Source: an optimization exercise on an open RTL-to-GDS flow (aim: small area, a short achievable clock period and few clock cycles per item). Production flows keep margins and buffers that such runs may drop.
In this exercise RTL edits were held to simulation tests only and were not proved equivalent to the original.
Power and IR drop assume default switching activity.

Design mx_quant, start of the top module:
module mx_quant (
    input  wire        clk,
    input  wire        rst,
    input  wire        in_valid,
    output wire        in_ready,
    input  wire [31:0] in_data,
    input  wire [15:0] in_rand,
    input  wire [3:0]  in_fmt,
    input  wire [1:0]  in_rmode,
    output wire        out_valid,
    input  wire        out_ready,
    output wire [7:0]  out_elem,
    output wire [7:0]  out_scale,
    output wire        out_last
);
Size: roughly 3400 cells after synthesis, roughly 77 I/O pins, about 0.046 sq mm of cells after synthesis.
clock: 28.0 ns
lec_check: 0
cap_margin: 20
core_margin: 2
core_utilization: 40
slew_margin: 20
run.sh (not shown) runs the stock make flow with config.mk's settings and CLKGATE_MAP_FILE= SYNTH_SCRIPT=/design/flow/synth_recipe.tcl, a recipe that flattens the netlist after the stock synthesis.
Testbench counts at the start, summed over its fixed seeds: cycles 12,568, items 384.
Then changed:
ABC_AREA = 1   (was default)
Result:
- The changed run finished clean
- utilization rises by 0.37 points
- first-iteration DRC count rises by roughly a tenth
- power rises slightly
- maximum frequency rises by roughly a tenth

---

Another version of the RTL of mx_quant (not shown whole).
Size: ~3600 cells after synthesis, roughly 1700 flip-flops, roughly 45000 sq um of cells after synthesis.
clock: 28.0 ns
lec_check: 0
abc_area: 1
cap_margin: 20
core_margin: 2
core_utilization: 40
cts_cluster_diameter: 80
cts_cluster_size: 30
slew_margin: 20
standard.sh (not shown) runs the stock make flow with config.mk's settings and CLKGATE_MAP_FILE= SYNTH_SCRIPT=/design/flow/synth_recipe.tcl, a recipe that flattens the netlist after the stock synthesis.
==> flow/flow/run.sh <==
#!/bin/bash
# The standard layout (the standard.sh, unchanged synthesis), with ORFS's
# timing repair asked to leave at least SETUP_SLACK_MARGIN ns of setup slack
# at the design's clock period, so that it works on the design's slowest
# paths although the design's period leaves them plenty of slack.
set -euo pipefail
export SETUP_SLACK_MARGIN=21.7
bash standard.sh > standard.log 2>&1
The starting point went through all stages and came out clean.
Testbench counts at the start, summed over its fixed seeds: cycles 12,568, items 384.
Next try:
--- a/flow/flow/run.sh
+++ b/flow/flow/run.sh
@@ -6,3 +6,3 @@
 set -euo pipefail
-export SETUP_SLACK_MARGIN=21.7
+export SETUP_SLACK_MARGIN=21.4
 bash standard.sh > standard.log 2>&1
Result: Critical path depth does not change; design area came out lower slightly; sequential share of layout area came out higher by 0.73 points; die area does not change; worst setup slack improves by 7.0 ps; final cell count came out lower slightly; non-clock buffer count came out lower by 20; flip-flop and latch count is unchanged; via count came out lower slightly; total power came out lower slightly; synthesized cell count stays the same.

---

oak:
Another version of the RTL of mx_quant (not shown whole).
For scale: roughly 77 I/O pins, roughly 0.047 mm^2 of cells after synthesis.
export LEC_CHECK = 0
export CAP_MARGIN = 20
export CORE_MARGIN = 2
export CORE_UTILIZATION = 40
export SLEW_MARGIN = 20
create_clock -name core_clock -period 28.0 [get_ports {clk}]
run.sh (not shown) runs the stock make flow with config.mk's settings and CLKGATE_MAP_FILE= SYNTH_SCRIPT=/design/flow/synth_recipe.tcl, a recipe that flattens the netlist after the stock synthesis.
Stock flow here: none of the scripts above is used.
Testbench counts of oak, summed over its fixed seeds: cycles 12,568, items 384.
What pine does differently from oak at the input level:
Settings: an added CTS_BUF_LIST of sky130_fd_sc_hd__clkbuf_4; an added CTS_CLUSTER_SIZE of 20.
Notes after the runs:
Sort pine and oak by switching power of the nets desc -> top: oak. From oak to pine the numbers moved as follows: number of H-tree levels grew by 1; leakage power has increased; total global-route track usage increased 0.31 points; sequential share of layout area went up by 0.60 points. Relative to oak, insertion delay of the later-clocked pin in the worst-skew pair increased by 0.44 ns in pine.
Input changes introduced in birch (baseline for comparison: pine):
Settings: ABC_CLOCK_PERIOD_IN_PS: unset -> 5000; CTS_BUF_LIST: sky130_fd_sc_hd__clkbuf_4 -> unset; CTS_CLUSTER_SIZE: 20 -> unset.
From pine to birch the numbers moved as follows: worst hold margin shows an increase of 0.038 ns, setup slack climbed 0.41 ns, power consumption went up, area fraction in compound gates after synthesis held, relative contribution of sequential cells to total power has decreased.

---

== cedar ==
mx_quant, a different RTL version from the one above (not shown whole).
Size in the first run: ~3400 cells after synthesis, roughly 77 I/O pins, roughly 0.044 sq mm of cells after synthesis.
==> flow/config.mk <==
export PLATFORM = sky130hd
export DESIGN_NAME = mx_quant
export DESIGN_NICKNAME = mx_quant
export VERILOG_FILES = /design/flow/design.v
export SDC_FILE = /design/flow/constraint.sdc
export NUM_CORES = 4
export LEC_CHECK = 0
export ABC_AREA = 1
export CAP_MARGIN = 20
export CORE_MARGIN = 2
export CORE_UTILIZATION = 75
export CTS_CLUSTER_DIAMETER = 80
export CTS_CLUSTER_SIZE = 30
export SLEW_MARGIN = 20
==> flow/constraint.sdc <==
create_clock -name core_clock -period 28.0 [get_ports {clk}]
set_input_delay 5.6000 -clock core_clock [delete_from_list [all_inputs] [get_ports {clk}]]
set_output_delay 5.6000 -clock core_clock [all_outputs]
set_load 0.01 [all_outputs]
standard.sh (not shown) runs the stock make flow with config.mk's settings and CLKGATE_MAP_FILE= SYNTH_SCRIPT=/design/flow/synth_recipe.tcl, a recipe that flattens the netlist after the stock synthesis.
==> flow/flow/run.sh <==
#!/bin/bash
# The standard layout (the standard.sh, unchanged synthesis), with two
# changes in how ORFS is asked to lay it out:
# - every input and output port gets a buf_2 as its port buffer.
set -euo pipefail
export SETUP_SLACK_MARGIN=21.4
export BUFFER_PORTS_ARGS="-buffer_cell sky130_fd_sc_hd__buf_2"
bash standard.sh > standard.log 2>&1
Testbench counts of cedar, summed over its fixed seeds: cycles 12,568, items 384.
Input changes introduced in fjord (baseline for comparison: cedar):
Settings: a change of CORE_UTILIZATION from 75 to 60.
-- flow/flow/run.sh --
<<< cedar, line 5
set -euo pipefail
export SETUP_SLACK_MARGIN=21.4
export BUFFER_PORTS_ARGS="-buffer_cell sky130_fd_sc_hd__buf_2"
>>> fjord, line 5
set -euo pipefail
export SETUP_SLACK_MARGIN=21.2
export BUFFER_PORTS_ARGS="-buffer_cell sky130_fd_sc_hd__buf_2"
Findings:
- fjord ends up with lower global placer's final weighted congestion than cedar does.
- Summary — share of post-route cells with drive strength above 1, fjord relative to cedar: lower, by 0.99 points.
- Comparing fjord with cedar, the clock network power share came out essentially unchanged.
- Arrival time at the worst endpoint: fjord < cedar
- Sequential share of layout area across fjord and cedar: no real change.
- Cmp fjord and cedar / number of well taps / lower: cedar
- In fjord the global-route usage turned out 14 points lower than in cedar.
- Going from cedar to fjord, combinational power fell 16%, non-clock buffer count shows a reduction of 15%.
- The worst setup slack of fjord was superior to that of cedar.

separate check: timing with driven ports:
Ports are ideal in the flow. The routed layouts listed here were re-timed in OpenROAD. Step 1 (the two cells are an assumption about what drives the block):
set clk [get_ports {clk}]
set_driving_cell -lib_cell sky130_fd_sc_hd__clkbuf_16 $clk
set_driving_cell -lib_cell sky130_fd_sc_hd__buf_2 [delete_from_list [all_inputs] $clk]
Step 2 moves the port delays by t, midway between the first and last clock arrival at a register: inputs arrive t later, outputs are due t later. That takes back most of the time a late clock gives input paths. Slacks: ideal ports / drivers / drivers and shift; pairs: ideal ports / drivers.
run	t (ns)	setup slack, ns	worst register clock-pin slew, ns
the first run of note 1	0.817	19.719 / 19.719 / 19.719	0.07 / 0.07
the second run of note 1	0.805	20.672 / 20.607 / 20.450	0.07 / 0.07
the first run of note 2	0.732	21.177 / 21.111 / 20.908	0.11 / 0.11
the second run of note 2	0.716	21.185 / 21.120 / 20.791	0.11 / 0.11
oak	0.806	18.714 / 18.644 / 19.450	0.07 / 0.07
pine	1.200	18.308 / 18.245 / 19.445	0.08 / 0.08
birch	0.806	18.714 / 18.644 / 19.450	0.07 / 0.07
cedar	0.726	21.119 / 21.054 / 20.637	0.12 / 0.12
fjord	0.704	21.205 / 21.141 / 20.670	0.11 / 0.11
After both steps every run listed still meets setup and hold. The setup slack of fjord, which loses most, moves by -0.064 ns with the drivers and by -0.535 ns with both steps.
